Background: an optimization exercise with open tools, aiming at small area, a short achievable clock period and few clock cycles. Do not read the settings as production practice. At most, simulation tests tie the RTL to the original design; equivalence was not proved. Function not checked in runs 2 and 3: the RTL went through the layout flow alone.

==> flow/design.v, too long to show whole: its modules and the start of the top module <==
// module crc_channel: 3789 lines
// module crc_x2: 7 lines
module crc_channel (
    input  wire        clk,
    input  wire        rst,             
    input  wire        cmd_go,
    input  wire [2:0]  cmd_set,
    input  wire        cmd_expect_en,
    input  wire [31:0] cmd_len,
    input  wire [63:0] cmd_exp,
    input  wire        cmd_terminate,
    input  wire        in_valid,
    output wire        in_ready,
    input  wire [63:0] in_data,
    output reg         done,
    output wire [1:0]  state,
    output reg  [7:0]  code,
    output reg         match,
    output reg  [63:0] result
);
  // ...
==> flow/flow/run.sh <==
#!/bin/bash
# The standard layout (standard.sh: standard synthesis, floorplan, placement,
# CTS, routing, finish), with one change: the buffers that buffer_ports puts on
# every input and output port are sky130_fd_sc_hd__buf_2 cells instead of the
# cell buffer_ports picks by itself (clkdlybuf4s50_1, a delay cell).
# make's full output goes to flow_make.log here; each ORFS step also writes its
# own log under orfs/logs/.
set -euo pipefail
bash standard.sh 'BUFFER_PORTS_ARGS=-buffer_cell sky130_fd_sc_hd__buf_2' finish > flow_make.log 2>&1
==> flow/standard.sh <==
#!/bin/bash
# synth_recipe.tcl (not shown) runs the flow's synth.tcl, then flattens the netlist and writes it again
# the make line also repeats each setting of config.mk as NAME=value (left out here)
make -C /OpenROAD-flow-scripts/flow DESIGN_CONFIG=/design/flow/config.mk WORK_HOME=/design/flow/orfs CLKGATE_MAP_FILE= SYNTH_SCRIPT=/design/flow/synth_recipe.tcl "${@:-finish}"
==> flow/config.mk <==
export PLATFORM = sky130hd
export DESIGN_NAME = crc_channel
export DESIGN_NICKNAME = crc_channel
export VERILOG_FILES = /design/flow/design.v
export SDC_FILE = /design/flow/constraint.sdc
export NUM_CORES = 4
export LEC_CHECK = 0
export CAP_MARGIN = 20
export CORE_MARGIN = 2
export CORE_UTILIZATION = 50
export CTS_BUF_LIST = sky130_fd_sc_hd__clkbuf_8
export PLACE_DENSITY = 0.7
export SLEW_MARGIN = 50
export SYNTH_HIERARCHICAL = 1
==> flow/constraint.sdc <==
create_clock -name core_clock -period 20.0 [get_ports {clk}]
set_input_delay 4.0000 -clock core_clock [delete_from_list [all_inputs] [get_ports {clk}]]
set_output_delay 4.0000 -clock core_clock [all_outputs]
set_load 0.01 [all_outputs]
==> results.sh, run 1 <==
export IMPL_status="complete, no violations"
export IMPL_cp_depth=8
export IMPL_r2r_start="rot_q[63]"
export IMPL_clock_sinks=323
export IMPL_synth_simple_gate_area_frac=0.0983
export IMPL_clock_area_frac=0.0281
export IMPL_rows=94
export IMPL_worst_slack_ps=14370
export IMPL_synthArstFlopShare=0
export IMPL_seq_area_frac=0.195
export IMPL_first_global_vias=30200
export IMPL_seq_cells=323
export IMPL_hold_slack_ps=455
export IMPL_hpwl_um=146000
export IMPL_top_layer_used="met5"
export IMPL_nets=4324
export IMPL_synth_flop_cell="dfxtp_1"
export IMPL_cts_path_max_buffers=3
export IMPL_synth_top_family_by_area="XOR/XNOR gates"
export IMPL_rsz0062_at_grt="false"
export IMPL_crit_family="buffers and inverters"
export IMPL_ios=246
export IMPL_cp_required_ps=20490
export IMPL_hold_depth=2
export IMPL_netlist_instances=3819
export IMPL_die_x_um=262
export IMPL_top_usage_layer="met2"
export IMPL_hold_path_class="flop to flop"
export IMPL_tap_cells=864
export IMPL_cp_start_kind="input pin"
export IMPL_dieArea_um2=68700
export IMPL_slowest_delay_ps=470
export IMPL_arrival_ps=6120
export IMPL_max_slew_margin=0.416
Testbench counts, summed over its fixed seeds: cycles 18,581.
==> run 2, diff against run 1 <==
--- a/flow/design.v
+++ b/flow/design.v
@@ -64,17 +64,17 @@
         for (gj = 0; gj < 8; gj = gj + 1) begin : g_win
             assign head[8*gj +: 8] = rot_q[8*gj +: 8] & {8{mh_q[gj]}};
         end
         for (gj = 0; gj < 7; gj = gj + 1) begin : g_tail
             assign tail[8*gj +: 8] = rot_q[8*gj +: 8] & {8{mt_q[gj]}};
         end
     endgenerate
     assign tail[63:56] = 8'h00;
-    wire [63:0]  x = head ^ crc_q;
+    wire [63:0]  x = head ^ (crc_q & {64{!first_q}});
     wire [63:0]  ovf = ({64{sel_q[0] & (k_q == 3'd1)}} & 64'h0000000000FFFFFF) |
                        ({64{sel_q[0] & (k_q == 3'd2)}} & 64'h000000000000FFFF) |
                        ({64{sel_q[0] & (k_q == 3'd3)}} & 64'h00000000000000FF) |
                        ({64{sel_q[1] & (k_q == 3'd1)}} & 64'h0000000000FFFFFF) |
                        ({64{sel_q[1] & (k_q == 3'd2)}} & 64'h000000000000FFFF) |
                        ({64{sel_q[1] & (k_q == 3'd3)}} & 64'h00000000000000FF) |
                        ({64{sel_q[2] & (k_q == 3'd1)}} & 64'h00000000000000FF);
     wire [63:0]  add_new = last ? (first_q ? ovf : 64'h0) : tail;
@@ -3721,19 +3721,17 @@
             mh_q     <= mask_in;
             mt_q     <= ~mask_in[6:0];
             exp_en_q <= cmd_expect_en;
             xexp_q   <= cmd_exp ^ xo_in;
             rem_q    <= cmd_len[31:3];
         end else if (proc) begin
             rem_q    <= rem_q - 29'd1;
         end
-        if (idle)
-            crc_q <= 64'h0;
-        else if (proc)
+        if (proc)
             crc_q <= st_new ^ add_new;
         first_q <= idle ? 1'b1 : (proc ? 1'b0 : first_q);
         nb_q    <= (idle | nb_q) & !take;
     end
     always @(posedge clk) begin
         if (rst) begin
             run_q  <= 1'b0;
             st_q   <= 1'b0;
==> flow/config.mk (replaced) <==
export PLATFORM = sky130hd
export DESIGN_NAME = crc_channel
export DESIGN_NICKNAME = crc_channel
export VERILOG_FILES = /design/flow/design.v
export SDC_FILE = /design/flow/constraint.sdc
export NUM_CORES = 4
export LEC_CHECK = 0
export CAP_MARGIN = 20
export CORE_MARGIN = 2
export CORE_UTILIZATION = 40
export CTS_BUF_LIST = sky130_fd_sc_hd__clkbuf_8
export SLEW_MARGIN = 50
export SYNTH_HIERARCHICAL = 1
==> results.sh, run 2 <==
export IMPL_status="complete, no violations"
export IMPL_avgSynthCellArea_um2=9.12
export IMPL_mappedNetlistArea_um2=33400
export IMPL_postCtsSetupBuffers=0
export IMPL_max_freq_ghz=0.173
export IMPL_gp_congestion=1.14
export IMPL_grt_pass1_wl_um=270000
export IMPL_wire_per_inst_um=40.3
export IMPL_cts_tree="yes"
export IMPL_rsz0062_at_grt="false"
export IMPL_ios=246
export IMPL_max_slew_margin=0.413
export IMPL_grt_overflow_total=0
export IMPL_vias=31200
export IMPL_finalHoldViolCount=0
export IMPL_drive_gt1_frac=0.193
export IMPL_cp_required_ps=20480
export IMPL_synth_top_cell_by_area="xor2_1"
export IMPL_detail_route_antenna_nets=0
export IMPL_first_global_vias=29200
export IMPL_dieHeight_um=293
export IMPL_layout_common_cells="xor2_1 (1735), nand2_1 (286), buf_2 (243)"
export IMPL_initial_core_util=0.405
export IMPL_htree_levels=2
export IMPL_initialDrtViolationCount=4819
export IMPL_grt_usage=0.475
export IMPL_die_x_um=293
export IMPL_netlist_instances=3656
export IMPL_maxCapViolCount=0
export IMPL_cts_root_buffer="clkbuf_8"
export IMPL_hpwl_um=162000
export IMPL_synth_flop_cell="edfxtp_1"
export IMPL_slowest_delay_ps=860
export IMPL_worst_pin_slew_ps=878
export IMPL_path_common_cell="xor2_1"
export IMPL_dieArea_um2=85700
export IMPL_nets=4228
export IMPL_grt_antenna_before_repair=10
export IMPL_drt_pass1_iter_count=6
export IMPL_hold_path_class="flop to flop"
export IMPL_cts_buffers=58
export IMPL_synth_cell_types=64
export IMPL_clk_latency_ps=730
export IMPL_grt_start_max_net_pins=154
export IMPL_critPathKind="flop to flop"
export IMPL_crit_buf_inv=2
export IMPL_arrival_ps=6250
export IMPL_critPathSlowestCell="edfxtp_1"
export IMPL_drv_slew=0
export IMPL_synth_top_area_share=0.491
export IMPL_remaining_drc_errors=0
export IMPL_layout_commonest_cell="xor2_1"
export IMPL_synthArstFlopShare=0
export IMPL_setup_viol_count_final=0
export IMPL_synth_area_leaders="xor2_1 (49%), edfxtp_1 (16%), dfxtp_1 (8.8%)"
export IMPL_via_per_inst=6.02
export IMPL_period_minus_slack_ps=5770
export IMPL_ys_seq_area_frac=0.247
export IMPL_fin_util=0.486
export IMPL_hold_slack_ps=446
export IMPL_setup_tns_ps=0
export IMPL_crit_path_cell_trace="nor2b_1 > xnor2_4 > buf_4 > xor2_1 > buf_4 > xor2_2 > xor2_1 > xor2_1 > xor2_1 > xor2_1 > a222oi_1 > nand2_1 > xnor2_1"
export IMPL_cts_hold_buf=0
export IMPL_post_cts_resized=0
export IMPL_yosysMostFrequentCell="xor2_1"
export IMPL_synth_commonest_cells="xor2_1 (1871), nand2_1 (286), edfxtp_1 (177)"
export IMPL_synth_edf_count=177
export IMPL_wl_um=209000
export IMPL_clock_sinks=323
export IMPL_io_buffer_count=240
export IMPL_core_um2=82400
export IMPL_rows=105
export IMPL_cp_max_fo=10
export IMPL_cp_start_kind="flop"
export IMPL_period_share=0.289
export IMPL_synth_seq_cells=323
export IMPL_cts_path_max_buffers=3
export IMPL_area_delta_synth_final_pct=20.0
export IMPL_endpoint_kind="flop"
export IMPL_yosys_warnings=7
export IMPL_cts_clk_slew_worst_paths_ps=70
export IMPL_crit_family="XOR/XNOR gates"
export IMPL_fin_skew_ps=84.9
export IMPL_fill_cells=8033
[run 2: path summary, 6_finish.rpt]
path | startpoint | end | slack [ps] | depth (start not counted)
worst min-delay path | result[51] | result[51] | 450 | 2
worst max register to register | crc_q[38] | crc_q[1] | 14230 | 13
worst min register to register | result[51] | result[51] | 450 | 2
worst max-delay path | crc_q[38] | crc_q[1] | 14230 | 13
[run 2: final cells by class]
| class | instances | area, µm² | share of cell area |
|---|---|---|---|
| flip-flops and latches | 323 | 8240 | 0.206 |
| clock inverters | 36 | 213 | 0.00531 |
| diodes | 9 | 22.5 | 0.000563 |
| well taps | 1070 | 1340 | 0.0335 |
| repair buffers | 482 | 3110 | 0.0776 |
| clock buffers | 74 | 1020 | 0.0254 |
| inverters | 19 | 76.3 | 0.00191 |
| multi-input cells | 3174 | 26000 | 0.650 |
[run 2: routing by layer]
metal,vias to the layer above,global-route usage,part of all wire
li1,12800,-,-
met1,15300,0.597,0.38
met2,2439,0.649,0.39
met3,699,0.200,0.14
met4,12,0.334,0.086
met5,-,0,0.00038
[run 2: cells by family after synthesis]
logic type      Yosys count  synth area share
compound gates          379            0.0746
xor+xnor               2005             0.526
fa+ha+maj                 1          0.000375
buf+inv                 163            0.0192
flops                   323             0.247
mux                     121            0.0391
other cells               1          0.000112
simple gates            663            0.0931
[run 2: worst reg2reg max path: cells and delay by family (launching register included)]
family,cells,cell delay [ps]
compound gates,1,330
xor+xnor,8,2860
buf+inv,2,890
flops,1,860
simple gates,2,600
[run 2: modules after synthesis, one instance, submodules excluded]
module | area (µm²) | cells | flops+latches | times used
crc_channel | 18100 | 1914 | 323 | 1
crc_x2 | 8.76 | 1 | 0 | 1742
[run 2: through the flow]
| step | std cells | setup WS [ps] | area, µm² |
|---|---|---|---|
| finish | 5187 | 14230 | 40000 |
| global route | 5183 | 14120 | 40000 |
| CTS | 5174 | 14320 | 39900 |
| detailed placement | 5064 | 13610 | 38600 |
| global placement | 5055 | 13630 | 37700 |
| floorplan | 3660 | 13810 | 33400 |
==> run 3, diff against run 2 <==
--- a/flow/config.mk
+++ b/flow/config.mk
@@ -11,3 +11,3 @@
 export CTS_BUF_LIST = sky130_fd_sc_hd__clkbuf_8
-export SLEW_MARGIN = 50
+export SLEW_MARGIN = 65
 export SYNTH_HIERARCHICAL = 1
==> results.sh, run 3 <==
export IMPL_fin_skew_ps=67.4
export IMPL_core_um2=82400
export IMPL_hold_path_class="flop to flop"
export IMPL_crit_start="cmd_len[0]"
export IMPL_maxCapViolCount=0
export IMPL_critPathKind="input pin to flop"
export IMPL_status="complete, no violations"
export IMPL_gp_congestion=1.14
export IMPL_rsz0062_at_grt="false"
export IMPL_synth_compound_area_share=0.0746
export IMPL_hpwl_um=164000
export IMPL_synth_top_area_share=0.491
export IMPL_cts_clk_slew_worst_paths_ps=60
export IMPL_arrival_ps=6340
export IMPL_die_x_um=293
export IMPL_grt_antenna_before_repair=5
export IMPL_area_delta_synth_final_pct=27.1
export IMPL_cts_root_buffer="clkbuf_8"
export IMPL_reg2reg_slack_ps=14360
export IMPL_grt_pass1_wl_um=271000
export IMPL_wl_um=210000
export IMPL_postCtsSetupBuffers=0
export IMPL_grt_overflow_total=0
export IMPL_detail_route_antenna_nets=0
export IMPL_synth_fa_ha_area_frac=0.000375
export IMPL_cts_tree="yes"
export IMPL_setup_worst_path_end="rot_q[12]"
export IMPL_synth_edf_count=177
export IMPL_slowest_delay_ps=500
export IMPL_synth_simple_gate_area_frac=0.0931
export IMPL_synthArstFlopShare=0
export IMPL_cp_max_fo=30
export IMPL_io_buffer_count=240
export IMPL_synthMuxAreaShare=0.0391
export IMPL_crit_buf_inv=5
export IMPL_ios=246
export IMPL_period_minus_slack_ps=5740
export IMPL_mappedNetlistArea_um2=33400
export IMPL_remaining_drc_errors=0
export IMPL_worst_pin_slew_ps=656
export IMPL_dieHeight_um=293
export IMPL_synth_commonest_cells="xor2_1 (1871), nand2_1 (286), edfxtp_1 (177)"
export IMPL_yosys_warnings=7
export IMPL_via_per_inst=6.01
export IMPL_max_freq_ghz=0.174
export IMPL_rows=105
export IMPL_max_slew_margin=0.561
export IMPL_initialDrtViolationCount=4406
export IMPL_post_cts_resized=0
export IMPL_clock_sinks=323
export IMPL_synth_top_family_by_area="XOR/XNOR gates"
export IMPL_cts_hold_buf=0
export IMPL_avgSynthCellArea_um2=9.12
export IMPL_worstRegToRegCells=16
export IMPL_synth_xor_xnor_area_share=0.526
export IMPL_dieArea_um2=85700
export IMPL_synth_seq_cells=323
export IMPL_vias=31500
export IMPL_synth_cell_types=64
export IMPL_layout_common_cells="xor2_1 (1601), nand2_1 (286), buf_4 (254)"
export IMPL_ys_seq_area_frac=0.247
export IMPL_r2r_start="mh_q[6]"
export IMPL_layout_commonest_cell="xor2_1"
export IMPL_cp_required_ps=20600
export IMPL_drt_pass1_iter_count=8
export IMPL_cp_start_kind="input pin"
export IMPL_finalHoldViolCount=0
export IMPL_drv_slew=0
export IMPL_cp_depth=9
export IMPL_synth_area_leaders="xor2_1 (49%), edfxtp_1 (16%), dfxtp_1 (8.8%)"
export IMPL_first_global_vias=29300
export IMPL_clk_latency_ps=740
export IMPL_endpoint_kind="flop"
export IMPL_netlist_instances=3656
export IMPL_fin_util=0.515
export IMPL_period_share=0.287
export IMPL_crit_path_cell_trace="buf_2 > mux2i_4 > buf_4 > buf_12 > inv_2 > buf_4 > mux2_2 > mux2_2 > o21ai_0"
export IMPL_yosysMostFrequentCell="xor2_1"
export IMPL_r2r_end="crc_q[0]"
export IMPL_grt_start_max_net_pins=76
export IMPL_setup_viol_count_final=0
export IMPL_setup_tns_ps=0
export IMPL_grt_usage=0.477
export IMPL_cts_path_max_buffers=3
export IMPL_initial_core_util=0.405
export IMPL_htree_levels=2
export IMPL_crit_family="buffers and inverters"
export IMPL_synth_flop_cell="edfxtp_1"
export IMPL_drive_gt1_frac=0.238
export IMPL_hold_depth=2
export IMPL_synth_top_cell_by_area="xor2_1"
export IMPL_nets=4285
export IMPL_wire_per_inst_um=40.0
export IMPL_cts_buffers=57
export IMPL_critPathSlowestCell="buf_4"
[run 3: cell counts after synthesis]
No cell type changed its count.
[run 3: logic make-up (layout without fill, tap and decap cells)]
| logic type | count (synthesis) | in the layout |
|---|---|---|
| simple gates | 663 | 663 |
| fa+ha+maj | 1 | 1 |
| flops | 323 | 323 |
| mux | 121 | 121 |
| other cells | 1 | 12 |
| xor+xnor | 2005 | 2005 |
| compound gates | 379 | 379 |
| buf+inv | 163 | 667 |
[run 3: worst min-delay path by stage]
stage / end / startpoint / slack, ps
after floorplan: st_q / st_q / 430
after global placement: result[41] / result[41] / 440
after global routing: result[38] / result[38] / 470
after detailed placement: result[38] / result[38] / 440
after CTS: result[38] / result[38] / 450
final: result[51] / result[51] / 440
[run 3: cell type report]
cell class | instances | area (µm²)
Tap cell | 1070 | 1340
Fill cell | 7773 | 40000
Multi-Input combinational cell | 3174 | 27800
Sequential cell | 323 | 8240
Clock inverter | 32 | 230
Clock buffer | 76 | 1050
Inverter | 19 | 81.3
Antenna cell | 7 | 17.5
Timing Repair Buffer | 540 | 3610
[run 3: metal layers]
layer | track usage | vias to the layer above | part of all wire
met5 | 0.00227 | - | 0.00019
met4 | 0.365 | 4 | 0.093
met3 | 0.208 | 746 | 0.14
met2 | 0.640 | 2552 | 0.38
met1 | 0.595 | 15400 | 0.38
li1 | - | 12800 | -
[run 3: worst register-to-register path: stages (launching register included)]
cell,delay (ps)
edfxtp_1,640
nand2_1,270
xnor2_1,230
buf_4,440
xor2_1,210
buf_4,380
xor2_2,450
buf_4,440
xor2_1,400
xor2_1,580
xor2_1,170
xor2_1,190
a222oi_1,270
buf_1,250
buf_2,200
nand2_1,140
xnor2_1,160
[run 3: Yosys stat by module (local to each module, per instance)]
| module | flops+latches | area (µm²) | cells | copies in the design |
|---|---|---|---|---|
| crc_channel | 323 | 18100 | 1914 | 1 |
| crc_x2 | 0 | 8.76 | 1 | 1742 |
[run 3: per-stage QoR]
step                      instance area, µm²  hold slack (ps)  cells  setup WS [ps]
after floorplan                        33400              434   3660          13810
after global placement                 37700              436   5055          13630
after detailed placement               40800              440   5116          13600
after CTS                              42000              448   5224          14330
after global routing                   42400              467   5235          14090
final                                  42400              444   5241          14260

-- what the ideal ports hide --
No port has a modelled driver above. Below, the same layouts with a new extraction and two added sets of constraints.
Step 1 (the two cells are an assumption about what drives the block):
set clk [get_ports {clk}]
set_driving_cell -lib_cell sky130_fd_sc_hd__clkbuf_16 $clk
set_driving_cell -lib_cell sky130_fd_sc_hd__buf_2 [delete_from_list [all_inputs] $clk]
Step 2 times the ports against the registers' clock, not the clock port: input delays grow and output delays shrink by t, the midpoint of the rising clock arrivals with the driver on.
a / b / c = ideal ports / drivers / drivers and shift; a / b = the first two.
| run | t, ns | slack for setup (ns) | worst setup path after step 2 | clock arrival spread, ns | worst data-port slew with drivers (ns) |
|---|---|---|---|---|---|
| run 1 | 0.663 | 14.371 / 14.347 / 13.684 | input to register | 0.035 / 0.035 | 0.08 |
| run 2 | 0.769 | 14.225 / 14.225 / 13.530 | input to register | 0.085 / 0.084 | 0.08 |
| run 3 | 0.780 | 14.255 / 14.280 / 13.500 | input to register | 0.067 / 0.068 | 0.08 |
After both steps every run listed still meets setup and hold. For run 3, which loses most, drivers alone change the setup slack by +0.025 ns; drivers and shift together by -0.755 ns.
